Context: an optimization exercise on an open-source flow, tuned for small area. The choices shown serve that exercise and are no tape-out recipe. Function was checked by simulation only, so behaviour that the tests miss may differ from the original.

Design ecc_dec, start of the top module:
module ecc_dec (
    input  wire         clk,
    input  wire         rst,
    input  wire         in_valid,
    input  wire [639:0] line_in,
    input  wire [45:0]  addr,
    output reg          out_valid,
    output reg  [511:0] data_out,
    output reg          err,
    output reg  [2:0]   kind,
    output reg  [3:0]   device,
    output reg  [7:0]   syn0,
    output reg  [7:0]   syn1,
    output reg  [7:0]   swmask
);
    function [7:0] xtime;
        input [7:0] b;
        xtime = {b[6:0], 1'b0} ^ (b[7] ? 8'h1D : 8'h00);
    endfunction
    function [79:0] checks;
        input [7:0] x, y;
        reg [103:0] w;
        begin
            w[7:0]  = x;
            w[15:8] = y;
            w[16] = w[7] ^ w[15];
            w[17] = w[4] ^ w[14];
            w[18] = w[5] ^ w[9];
            w[19] = w[7] ^ w[9];
            w[20] = w[3] ^ w[19];
            w[21] = w[5] ^ w[14];
            w[22] = w[4] ^ w[13];
            w[23] = w[6] ^ w[8];
            w[24] = w[4] ^ w[12];
            w[25] = w[0] ^ w[9];
            w[26] = w[6] ^ w[14];
            w[27] = w[5] ^ w[8];
            w[28] = w[5] ^ w[15];
            w[29] = w[7] ^ w[8];
            w[30] = w[4] ^ w[8];
            w[31] = w[3] ^ w[11];
            w[32] = w[2] ^ w[10];
            w[33] = w[6] ^ w[9];
            w[34] = w[5] ^ w[13];
            w[35] = w[4] ^ w[15];
            w[36] = w[26] ^ w[28];
            w[37] = w[10] ^ w[29];
            w[38] = w[4] ^ w[9];
            w[39] = w[0] ^ w[8];
            w[40] = w[10] ^ w[30];
            w[41] = w[1] ^ w[9];
            w[42] = w[10] ^ w[39];
            w[43] = w[10] ^ w[27];
            w[44] = w[3] ^ w[16];
            w[45] = w[10] ^ w[23];
  ...
Size: ~4300 cells after synthesis, ~600 flip-flops, roughly 40000 sq um of cells after synthesis.
Settings: LEC_CHECK=0, CAP_MARGIN=20, CORE_AREA=2 2 288 288, CTS_CLUSTER_DIAMETER=150, CTS_CLUSTER_SIZE=25, DIE_AREA=0 0 290 290, GPL_TIMING_DRIVEN=0, PLACE_DENSITY=0.7, SETUP_SLACK_MARGIN=0.3, SLEW_MARGIN=20; clock period 6.0 ns.
standard.sh (not shown) runs the stock make flow with config.mk's settings and CLKGATE_MAP_FILE= SYNTH_SCRIPT=/design/flow/synth_recipe.tcl, a recipe that flattens the netlist after the stock synthesis.
==> flow/flow/run.sh <==
#!/bin/bash
# The standard layout (standard.sh) with these changes:
# - synthesis: the standard script, but abc maps with flow/map.abc (an
#   area-oriented mapping that keeps the design's xor structure) instead of
#   ORFS's speed script; flip-flops are mapped as in the standard synthesis
# - the 3-input xor/xnor cells are left out (two 2-input cells are smaller)
# - the port buffers are buf_1 cells (the resizer upsizes those on critical
#   paths) and the pins may sit one track apart, for a smaller die
export BUFFER_PORTS_ARGS="-buffer_cell sky130_fd_sc_hd__buf_1"
export PLACE_PINS_ARGS="-min_distance 1 -min_distance_in_tracks"
export ABC_SCRIPT_FILE=$PWD/flow/map.abc
bash standard.sh "DONT_USE_CELLS=sky130_fd_sc_hd__probe_p_8 sky130_fd_sc_hd__probec_p_8 sky130_fd_sc_hd__lpflow_bleeder_1 sky130_fd_sc_hd__lpflow_clkbufkapwr_1 sky130_fd_sc_hd__lpflow_clkbufkapwr_16 sky130_fd_sc_hd__lpflow_clkbufkapwr_2 sky130_fd_sc_hd__lpflow_clkbufkapwr_4 sky130_fd_sc_hd__lpflow_clkbufkapwr_8 sky130_fd_sc_hd__lpflow_clkinvkapwr_1 sky130_fd_sc_hd__lpflow_clkinvkapwr_16 sky130_fd_sc_hd__lpflow_clkinvkapwr_2 sky130_fd_sc_hd__lpflow_clkinvkapwr_4 sky130_fd_sc_hd__lpflow_clkinvkapwr_8 sky130_fd_sc_hd__lpflow_decapkapwr_12 sky130_fd_sc_hd__lpflow_decapkapwr_3 sky130_fd_sc_hd__lpflow_decapkapwr_4 sky130_fd_sc_hd__lpflow_decapkapwr_6 sky130_fd_sc_hd__lpflow_decapkapwr_8 sky130_fd_sc_hd__lpflow_inputiso0n_1 sky130_fd_sc_hd__lpflow_inputiso0p_1 sky130_fd_sc_hd__lpflow_inputiso1n_1 sky130_fd_sc_hd__lpflow_inputiso1p_1 sky130_fd_sc_hd__lpflow_inputisolatch_1 sky130_fd_sc_hd__lpflow_isobufsrc_1 sky130_fd_sc_hd__lpflow_isobufsrc_16 sky130_fd_sc_hd__lpflow_isobufsrc_2 sky130_fd_sc_hd__lpflow_isobufsrc_4 sky130_fd_sc_hd__lpflow_isobufsrc_8 sky130_fd_sc_hd__lpflow_isobufsrckapwr_16 sky130_fd_sc_hd__lpflow_lsbuf_lh_hl_isowell_tap_1 sky130_fd_sc_hd__lpflow_lsbuf_lh_hl_isowell_tap_2 sky130_fd_sc_hd__lpflow_lsbuf_lh_hl_isowell_tap_4 sky130_fd_sc_hd__lpflow_lsbuf_lh_isowell_4 sky130_fd_sc_hd__lpflow_lsbuf_lh_isowell_tap_1 sky130_fd_sc_hd__lpflow_lsbuf_lh_isowell_tap_2 sky130_fd_sc_hd__lpflow_lsbuf_lh_isowell_tap_4 sky130_fd_sc_hd__xor3_1 sky130_fd_sc_hd__xor3_2 sky130_fd_sc_hd__xor3_4 sky130_fd_sc_hd__xnor3_1 sky130_fd_sc_hd__xnor3_2 sky130_fd_sc_hd__xnor3_4" SYNTH_SCRIPT=$PWD/flow/synth.tcl finish > standard.log 2>&1
Other scripts of this flow, unchanged in this note and not shown: flow/flow/map.abc, flow/flow/synth.tcl
Next try:
- GPL_TIMING_DRIVEN: 0 -> default
- SETUP_SLACK_MARGIN: 0.3 -> default
=>
- The changed run ran to the end with no violations
- worst setup slack loses 0.060 ns
- synthesized area stays the same
- utilization is lower by 2.0 points
- non-clock buffer count came out higher by 195
- maximum frequency went down by 1.0%
- critical path depth went up by 2
- count of clock-buffer cells in the layout goes up by 1
- sequential share of layout area is higher by 0.78 points
- wire length increases by 1.9%
- worst hold slack hardly moves

==> static timing again, ports no longer ideal <==
The flow's constraints put no driver on any port. The routed layouts listed below were extracted and timed again, unchanged, in two steps.
Step 1 sets driving cells, clkbuf_16 on the clock port and buf_2 on the other inputs (assumed; they add their load-dependent delay and slew).
Step 2, shift: input delay + t, output delay - t, t = (earliest + latest rising clock arrival at the registers) / 2. This alone moves slack from input paths to output paths.
Three values: no drivers, after step 1, after step 2; two values: the first two.
| run | shift t [ns] | slack for setup (ns) | worst setup path at the end | slew at the worst register clock pin (ns) | worst data-port slew with drivers (ns) |
|---|---|---|---|---|---|
| the first run | 0.712 | 0.311 / 0.355 / -0.357 | input to register | 0.11 / 0.11 | 0.13 |
| the second run | 0.716 | 0.251 / 0.294 / -0.422 | input to register | 0.11 / 0.11 | 0.16 |
Met with ideal ports but missed after step 2: setup timing in the first run and the second run. For the second run, which loses most, drivers alone change the setup slack by +0.043 ns; drivers and shift together by -0.673 ns.
